This design comes from an exercise in tuning for small area, a short achievable clock period and few clock cycles on the open sky130 flow, not from production work.
Where RTL was checked, it was by simulation tests only, not by an equivalence proof against the original.
Power figures rest on the tool's default switching activity, not on a simulated workload.

==> delta <==
Design kz_lapcore, start of the top module:
module kz_lapcore (
    input  wire        clk,
    input  wire        rst_n,        
    input  wire        in_valid,
    output wire        in_ready,
    input  wire        in_op,        
    input  wire [31:0] in_data,
    input  wire [1:0]  in_gain,
    input  wire [15:0] in_gate,
    input  wire [15:0] in_dist,
    output reg         out_valid,
    output wire [15:0] out_e,
    output wire [31:0] out_period,
    output wire [31:0] out_length,
    output reg         out_reject,
    output reg         out_dist,
    output reg         out_loss
);
Settings: LEC_CHECK=0, ABC_AREA=1, CAP_MARGIN=20, CORE_MARGIN=2, CORE_UTILIZATION=40, SLEW_MARGIN=20; clock period 14.0 ns.
run.sh (not shown) runs the stock make flow with config.mk's settings and CLKGATE_MAP_FILE= SYNTH_SCRIPT=/design/flow/synth_recipe.tcl, a recipe that flattens the netlist after the stock synthesis.
==> maple (differences from delta) <==
==> flow/design.v (replaced) <==
module kz_lapcore (
    input  wire        clk,
    input  wire        rst_n,        
    input  wire        in_valid,
    output wire        in_ready,
    input  wire        in_op,        
    input  wire [31:0] in_data,
    input  wire [1:0]  in_gain,
    input  wire [15:0] in_gate,
    input  wire [15:0] in_dist,
    output reg         out_valid,
    output wire [15:0] out_e,
    output wire [31:0] out_period,
    output wire [31:0] out_length,
    output reg         out_reject,
    output reg         out_dist,
    output reg         out_loss
);
    localparam [30:0] P_NOM = 31'd1280000000;
    localparam [33:0] P_MIN = 34'd896000000;
    localparam [33:0] P_MAX = 34'd1638400000;
    reg s_idle, s_pl, s_abs, s_div, s_mm, s_mul, s_pu, s_pv, s_lu;
    reg mul2;             
    reg [4:0]  cnt;
    reg [30:0] P;
    reg [33:0] R;         
    reg [18:0] Q;         
    reg [15:0] G;         
    reg [17:0] Y;         
    reg        bp;        
    reg        neg;
    reg [1:0]  gain;
    reg        lz;        
    reg        dsm;       
    reg        d30;       
    reg        dsk;       
    reg        msk;       
    reg        c_x1, c_xz, c_m1, c_m2, c_ra, c_ra4, c_inv;
    assign in_ready   = s_idle;
    assign out_e      = Q[15:0];
    assign out_period = {1'b0, P};
    assign out_length = R[31:0];
    wire acc = s_idle & in_valid;
    wire d_small = in_data[31] ? (&in_data[31:20]) : !(|in_data[31:21]);
    wire [33:0] X   = c_x1 ? {R[32:0], 1'b0} : (c_xz ? 34'd0 : R);
    wire [33:0] Yop = (({34{c_m1}}  & {3'd0, P}) | ({34{c_m2}} & {2'd0, P, 1'b0}) |
                       ({34{c_ra}}  & R) | ({34{c_ra4}} & {R[29:0], 4'd0})) ^ {34{c_inv}};
    wire [33:0] sum = X + Yop + {33'd0, c_inv};
    wire        rej  = Q > {2'd0, G, 1'b0};           
    wire        dfl  = Q > {1'b0, Y};                 
    wire [15:0] m16  = Q[16:1] + {15'd0, Q[0]};       
    wire [15:0] mc   = dfl ? Y[16:1] : m16;
    wire [15:0] e_ps = (Q >= 19'd65535) ? 16'h7FFF : m16;
    wire [15:0] e_ng = (Q >  19'd65536) ? 16'h8000 : (~Q[16:1] + {15'd0, !Q[0]});
    wire [4:0]  vk = s_mm ? (5'd25 - {2'd0, gain, 1'b0}) : (gain[1] ? 5'd17 : 5'd19);
    wire [33:0] vc = (34'd1 << vk) - {33'd0, neg};
    wire p_ok = !(R < P_MIN) && !(R > P_MAX);
    reg  [17:0] y_n;
    reg         bp_n;
    reg  [4:0]  cnt_n;
    always @(*) begin
        if (s_mm) begin
            y_n = {1'b0, mc, 1'b0}; bp_n = 1'b0; cnt_n = 5'd13 - {3'd0, gain};
        end else if (s_pv) begin
            y_n = gain[0] ? {1'b0, G, 1'b0} : {2'd0, G}; bp_n = 1'b0;
            cnt_n = gain[1] ? 5'd9 : 5'd10;
        end else if (msk) begin
            y_n = {8'd0, Y[17:8]}; bp_n = 1'b0; cnt_n = cnt - 5'd4;
        end else begin
            y_n = {2'd0, Y[17:2]}; bp_n = Y[1]; cnt_n = cnt - 5'd1;
        end
    end
    wire n_m1  = y_n[0] ^ bp_n;
    wire n_m2  = (y_n[1] & ~y_n[0] & ~bp_n) | (~y_n[1] & y_n[0] & bp_n);
    wire n_neg = y_n[1] & ~(y_n[0] & bp_n);
    wire n_msk = (y_n[7:0] == 8'd0) && !bp_n && (cnt_n >= 5'd4);
    wire div_end = dsk ? (cnt == 5'd4) : (cnt == 5'd1);
    wire mul_end = (cnt_n == 5'd0);
    wire n_abs = acc & !in_op;
    wire n_div = s_abs | (s_div & !div_end);
    wire n_mm  = s_div & div_end;
    wire n_mul = (s_mm & !rej) | (s_pv & p_ok) | (s_mul & !mul_end);
    wire n_pu  = s_mul & mul_end & !mul2;
    wire n_lu  = s_pl | (s_mm & rej) | (s_pv & !p_ok) | (s_mul & mul_end & mul2);
    wire sel_sum = s_abs | (s_div & !dsk) | s_pu | s_lu | s_pl;
    wire sel_k4  = s_div & dsk;
    wire sel_s2  = s_mul & !msk;
    wire sel_k8  = s_mul & msk;
    wire sel_c   = s_mm | s_pv;
    wire [33:0] r_n = ({34{s_idle}}  & {in_data[29:0], 4'd0}) |
                      ({34{sel_sum}} & sum) |
                      ({34{sel_k4}}  & {R[29:0], 4'd0}) |
                      ({34{sel_s2}}  & {{2{sum[33]}}, sum[33:2]}) |
                      ({34{sel_k8}}  & {{8{R[33]}}, R[33:8]}) |
                      ({34{sel_c}}   & vc);
    always @(posedge clk) begin
        R <= r_n;
        c_x1  <= n_div;
        c_xz  <= n_abs | (n_lu & !s_mul);
        c_m1  <= n_div | n_pu | n_lu | (n_mul & n_m1);
        c_m2  <= n_mul & n_m2;
        c_ra  <= n_abs & !d_small;
        c_ra4 <= n_abs & d_small;
        c_inv <= (n_abs & in_data[31]) | (n_div & !r_n[33]) | (n_mul & (n_neg ^ neg) & (n_m1 | n_m2));
    end
    always @(posedge clk) begin
        out_valid <= 1'b0;
        if (!rst_n) begin
            s_idle <= 1'b1; s_pl <= 1'b0; s_abs <= 1'b0; s_div <= 1'b0; s_mm <= 1'b0; s_mul <= 1'b0;
            s_pu <= 1'b0; s_pv <= 1'b0; s_lu <= 1'b0;
            P <= P_NOM;
        end else begin
            s_idle <= (s_idle & !in_valid) | s_lu;
            s_pl   <= acc & in_op;
            s_abs  <= n_abs;
            s_div  <= n_div;
            s_mm   <= n_mm;
            s_mul  <= n_mul;
            s_pu   <= n_pu;
            s_pv   <= s_pu;
            s_lu   <= n_lu;
            out_valid <= s_lu;
            if (s_pl)          P <= {d30, R[33:4]};
            if (s_pv & p_ok)   P <= R[30:0];
        end
        if (s_idle) begin
            d30  <= in_data[30];
            out_reject <= 1'b0;
            out_dist   <= 1'b0;
            out_loss   <= 1'b0;
            lz   <= 1'b1;
            neg  <= in_data[31];
            gain <= in_gain;
            G    <= in_gate;
            Y    <= {1'b0, in_dist, 1'b0};
            dsm  <= d_small;
            Q    <= 19'd0;
        end
        if (s_abs) begin
            cnt <= dsm ? 5'd15 : 5'd19;
            dsk <= dsm && ((R[33:21] == 13'd0) || (R[33:20] == 14'h3FFF));
        end
        if (s_div) begin
            cnt <= cnt - (dsk ? 5'd4 : 5'd1);
            dsk <= dsk && (R[33:21] == 13'd0) && (cnt >= 5'd8);
            Q   <= dsk ? {Q[14:0], 4'd0} : {Q[17:0], !sum[33]};
        end
        if (s_mm) begin
            Q <= {3'd0, neg ? e_ng : e_ps};
            out_reject <= rej;
            out_dist   <= dfl & !rej;
            lz   <= rej;
            G    <= mc;
            mul2 <= 1'b0;
        end
        if (s_pv) begin
            mul2     <= 1'b1;
            out_loss <= !p_ok;
            lz       <= !p_ok;
        end
        if (s_mm | s_pv | s_mul) begin
            Y <= y_n; bp <= bp_n; cnt <= cnt_n; msk <= n_msk;
        end
    end
endmodule
==> juniper (differences from delta) <==
==> flow/design.v (replaced) <==
module kz_lapcore (
    input  wire        clk,
    input  wire        rst_n,        
    input  wire        in_valid,
    output wire        in_ready,
    input  wire        in_op,        
    input  wire [31:0] in_data,
    input  wire [1:0]  in_gain,
    input  wire [15:0] in_gate,
    input  wire [15:0] in_dist,
    output reg         out_valid,
    output wire [15:0] out_e,
    output wire [31:0] out_period,
    output wire [31:0] out_length,
    output reg         out_reject,
    output reg         out_dist,
    output reg         out_loss
);
    localparam [30:0] P_NOM = 31'd1280000000;
    localparam [33:0] P_MIN = 34'd896000000;
    localparam [33:0] P_MAX = 34'd1638400000;
    reg s_idle, s_pl, s_abs, s_div, s_mm, s_mul, s_pu, s_pv, s_lu;
    reg mul2;             
    reg [4:0]  cnt;
    reg [30:0] P;
    reg [33:0] R;         
    reg [18:0] Q;         
    reg [15:0] G;         
    reg [17:0] Y;         
    reg        bp;        
    reg        neg;
    reg [1:0]  gain;
    reg        lz;        
    reg        dsm;       
    reg        d30;       
    reg        dsk;       
    reg        msk;       
    reg        c_x1, c_xz, c_m1, c_m2, c_ra, c_ra4, c_inv;
    reg    rdy;       
    assign in_ready   = rdy;
    assign out_e      = Q[15:0];
    assign out_period = {1'b0, P};
    assign out_length = R[31:0];
    wire acc = s_idle & in_valid;
    wire d_small = in_data[31] ? (&in_data[31:20]) : !(|in_data[31:21]);
    wire [33:0] X   = c_x1 ? {R[32:0], 1'b0} : (c_xz ? 34'd0 : R);
    wire [33:0] Yop = (({34{c_m1}}  & {3'd0, P}) | ({34{c_m2}} & {2'd0, P, 1'b0}) |
                       ({34{c_ra}}  & R) | ({34{c_ra4}} & {R[29:0], 4'd0})) ^ {34{c_inv}};
    wire [33:0] sum = X + Yop + {33'd0, c_inv};
    function gt19(input [18:0] a, input [18:0] b);
        integer i;
        reg g, e;
        begin
            g = 1'b0; e = 1'b1;
            for (i = 18; i >= 0; i = i - 1) begin
                g = g | (e & a[i] & !b[i]);
                e = e & !(a[i] ^ b[i]);
            end
            gt19 = g;
        end
    endfunction
    wire        rej  = gt19(Q, {2'd0, G, 1'b0});      
    wire        dfl  = gt19(Q, {1'b0, Y});            
    wire [15:0] m16  = Q[16:1] + {15'd0, Q[0]};       
    wire [15:0] mc   = dfl ? Y[16:1] : m16;
    wire        sat_p = (|Q[18:16]) | (&Q[15:0]);             
    wire        sat_n = (|Q[18:17]) | (Q[16] & (|Q[15:0]));   
    wire [15:0] e_ps = sat_p ? 16'h7FFF : m16;
    wire [15:0] e_ng = sat_n ? 16'h8000 : (~Q[16:1] + {15'd0, !Q[0]});
    wire [4:0]  vk = s_mm ? (5'd25 - {2'd0, gain, 1'b0}) : (gain[1] ? 5'd17 : 5'd19);
    wire [33:0] vc = (34'd1 << vk) - {33'd0, neg};
    function ge18(input [17:0] a, input [17:0] b);
        integer i;
        reg g, e;
        begin
            g = 1'b0; e = 1'b1;
            for (i = 17; i >= 0; i = i - 1) begin
                g = g | (e & a[i] & !b[i]);
                e = e & !(a[i] ^ b[i]);
            end
            ge18 = g | e;
        end
    endfunction
    wire p_ok = ge18(R[30:13], P_MIN[30:13]) &&
                (ge18({6'd0, P_MAX[30:19]}, {6'd0, R[30:19]}) &&
                 !((R[30:19] == P_MAX[30:19]) && (|R[18:0])));
    reg  [17:0] y_n;
    reg         bp_n;
    reg  [4:0]  cnt_n;
    always @(*) begin
        if (s_mm) begin
            y_n = {1'b0, mc, 1'b0}; bp_n = 1'b0; cnt_n = 5'd13 - {3'd0, gain};
        end else if (s_pv) begin
            y_n = gain[0] ? {1'b0, G, 1'b0} : {2'd0, G}; bp_n = 1'b0;
            cnt_n = gain[1] ? 5'd9 : 5'd10;
        end else if (msk) begin
            y_n = {8'd0, Y[17:8]}; bp_n = 1'b0; cnt_n = cnt - 5'd4;
        end else begin
            y_n = {2'd0, Y[17:2]}; bp_n = Y[1]; cnt_n = cnt - 5'd1;
        end
    end
    wire n_m1  = y_n[0] ^ bp_n;
    wire n_m2  = (y_n[1] & ~y_n[0] & ~bp_n) | (~y_n[1] & y_n[0] & bp_n);
    wire n_neg = y_n[1] & ~(y_n[0] & bp_n);
    wire n_msk = (y_n[7:0] == 8'd0) && !bp_n && (cnt_n >= 5'd4);
    wire div_end = dsk ? (cnt == 5'd4) : (cnt == 5'd1);
    wire mul_end = (cnt_n == 5'd0);
    wire n_abs = acc & !in_op;
    wire n_div = s_abs | (s_div & !div_end);
    wire n_mm  = s_div & div_end;
    wire n_mul = (s_mm & !rej) | (s_pv & p_ok) | (s_mul & !mul_end);
    wire n_pu  = s_mul & mul_end & !mul2;
    wire n_lu  = s_pl | (s_mm & rej) | (s_pv & !p_ok) | (s_mul & mul_end & mul2);
    wire sel_sum = s_abs | (s_div & !dsk) | s_pu | s_lu | s_pl;
    wire sel_k4  = s_div & dsk;
    wire sel_s2  = s_mul & !msk;
    wire sel_k8  = s_mul & msk;
    wire sel_c   = s_mm | s_pv;
    wire [33:0] r_n = ({34{s_idle}}  & {in_data[29:0], 4'd0}) |
                      ({34{sel_sum}} & sum) |
                      ({34{sel_k4}}  & {R[29:0], 4'd0}) |
                      ({34{sel_s2}}  & {{2{sum[33]}}, sum[33:2]}) |
                      ({34{sel_k8}}  & {{8{R[33]}}, R[33:8]}) |
                      ({34{sel_c}}   & vc);
    always @(posedge clk) begin
        R <= r_n;
        c_x1  <= n_div;
        c_xz  <= n_abs | (n_lu & !s_mul);
        c_m1  <= n_div | n_pu | n_lu | (n_mul & n_m1);
        c_m2  <= n_mul & n_m2;
        c_ra  <= n_abs & !d_small;
        c_ra4 <= n_abs & d_small;
        c_inv <= (n_abs & in_data[31]) | (n_div & !r_n[33]) | (n_mul & (n_neg ^ neg) & (n_m1 | n_m2));
    end
    always @(posedge clk) begin
        out_valid <= 1'b0;
        if (!rst_n) begin
            s_idle <= 1'b1; rdy <= 1'b1; s_pl <= 1'b0; s_abs <= 1'b0; s_div <= 1'b0; s_mm <= 1'b0; s_mul <= 1'b0;
            s_pu <= 1'b0; s_pv <= 1'b0; s_lu <= 1'b0;
            P <= P_NOM;
        end else begin
            s_idle <= (s_idle & !in_valid) | s_lu;
            rdy    <= (rdy & !in_valid) | s_lu;
            s_pl   <= acc & in_op;
            s_abs  <= n_abs;
            s_div  <= n_div;
            s_mm   <= n_mm;
            s_mul  <= n_mul;
            s_pu   <= n_pu;
            s_pv   <= s_pu;
            s_lu   <= n_lu;
            out_valid <= s_lu;
            if (s_pl)          P <= {d30, R[33:4]};
            if (s_pv & p_ok)   P <= R[30:0];
        end
        if (s_idle) begin
            d30  <= in_data[30];
            out_reject <= 1'b0;
            out_dist   <= 1'b0;
            out_loss   <= 1'b0;
            lz   <= 1'b1;
            neg  <= in_data[31];
            gain <= in_gain;
            G    <= in_gate;
            Y    <= {1'b0, in_dist, 1'b0};
            dsm  <= d_small;
            Q    <= 19'd0;
        end
        if (s_abs) begin
            cnt <= dsm ? 5'd15 : 5'd19;
            dsk <= dsm && ((R[33:21] == 13'd0) || (R[33:20] == 14'h3FFF));
        end
        if (s_div) begin
            cnt <= cnt - (dsk ? 5'd4 : 5'd1);
            dsk <= dsk && (R[33:21] == 13'd0) && (cnt >= 5'd8);
            Q   <= dsk ? {Q[14:0], 4'd0} : {Q[17:0], !sum[33]};
        end
        if (s_mm) begin
            Q <= {3'd0, neg ? e_ng : e_ps};
            out_reject <= rej;
            out_dist   <= dfl & !rej;
            lz   <= rej;
            G    <= mc;
            mul2 <= 1'b0;
        end
        if (s_pv) begin
            mul2     <= 1'b1;
            out_loss <= !p_ok;
            lz       <= !p_ok;
        end
        if (s_mm | s_pv | s_mul) begin
            Y <= y_n; bp <= bp_n; cnt <= cnt_n; msk <= n_msk;
        end
    end
endmodule
==> flow/flow/run.sh (new file) <==
#!/bin/bash
set -euo pipefail
export BUFFER_PORTS_ARGS="-buffer_cell sky130_fd_sc_hd__buf_1"
bash standard.sh synth > synth.log 2>&1
bash standard.sh finish > layout.log 2>&1
test -s out/final.def
==> flow/standard.sh (new file) <==
#!/bin/bash
# synth_recipe.tcl (not shown) runs the flow's synth.tcl, then flattens the netlist and writes it again
# the make line also repeats each setting of config.mk as NAME=value (left out here)
make -C /OpenROAD-flow-scripts/flow DESIGN_CONFIG=/design/flow/config.mk WORK_HOME=/design/flow/orfs CLKGATE_MAP_FILE= SYNTH_SCRIPT=/design/flow/synth_recipe.tcl "${@:-finish}"
removed: flow/run.sh
==> run notes <==
metric	delta	juniper	maple
Layout cell share with drive strength beyond 1	4.18%	5.04%	4.15%
Initial cell density of the core	40.5%	40.4%	40.5%
Number of inverters outside the clock class in the layout	236	234	247
Clock Pin Slew Worst Setup and Hold Paths	0.08 ns	0.07 ns	0.07 ns
Non-CTS buffers	170	171	167
Half-perimeter wire length after placement	48400 µm	40300 µm	42100 µm
WL per Instance	24.5 µm	21.7 µm	22.2 µm
Power of the sequential group	536 µW	582 µW	586 µW
Transition at the pin with the smallest max-transition slack	0.982 ns	0.895 ns	1.13 ns
Number of clock buffers in the layout	21	20	21
Dominant power group	registers	combinational cells	combinational cells
Final clock-cell share	3.95%	4.00%	4.10%
Design internal power	889 µW	939 µW	1.04 mW
Number of cell rows	67	66	67
Global-route total usage across every layer	35.1%	30.9%	30.9%
Pwr per Cell Area	90.4 nW/µm²	116 nW/µm²	114 nW/µm²
Cell area after placement	15100 µm²	13600 µm²	14900 µm²
Grt met2 use	61.2%	48.6%	50.2%
Outcome	finished clean	finished clean	finished clean
Worst path depth	10	1	1
Part of the Yosys area used for sequential elements	26.1%	28.0%	27.0%
Multi-input gate count	1547	1416	1450
Gate count after technology mapping	2065	1939	1989
Testbench counts of maple, summed over its fixed seeds: cycles 103,403.
Testbench counts of juniper, summed over its fixed seeds: cycles 103,403.
For delta, only the layout was checked, not whether the RTL still works.

[afterwards: timing with drivers on the ports]
Ports are ideal in the flow. The routed layouts listed here were re-timed in OpenROAD. Step 1 (the two cells are an assumption about what drives the block):
set clk [get_ports {clk}]
set_driving_cell -lib_cell sky130_fd_sc_hd__clkbuf_16 $clk
set_driving_cell -lib_cell sky130_fd_sc_hd__buf_2 [delete_from_list [all_inputs] $clk]
Step 2 times the ports against the registers' clock, not the clock port: input delays grow and output delays shrink by t, the midpoint of the rising clock arrivals with the driver on. Slacks: ideal / step 1 / step 2; pairs: ideal / step 1.
| run | shift t [ns] | slack for setup (ns) | worst setup path after step 2 | slew at the worst register clock pin (ns) |
|---|---|---|---|---|
| delta | 0.504 | 8.970 / 8.997 / 8.492 | input to register | 0.08 / 0.08 |
| maple | 0.495 | 9.383 / 9.331 / 9.295 | input to register | 0.07 / 0.07 |
| juniper | 0.499 | 9.864 / 9.813 / 9.880 | register to register | 0.07 / 0.07 |
After both steps setup and hold are still met in every run listed. For delta, which loses most, drivers alone change the setup slack by +0.027 ns; drivers and shift together by -0.478 ns.
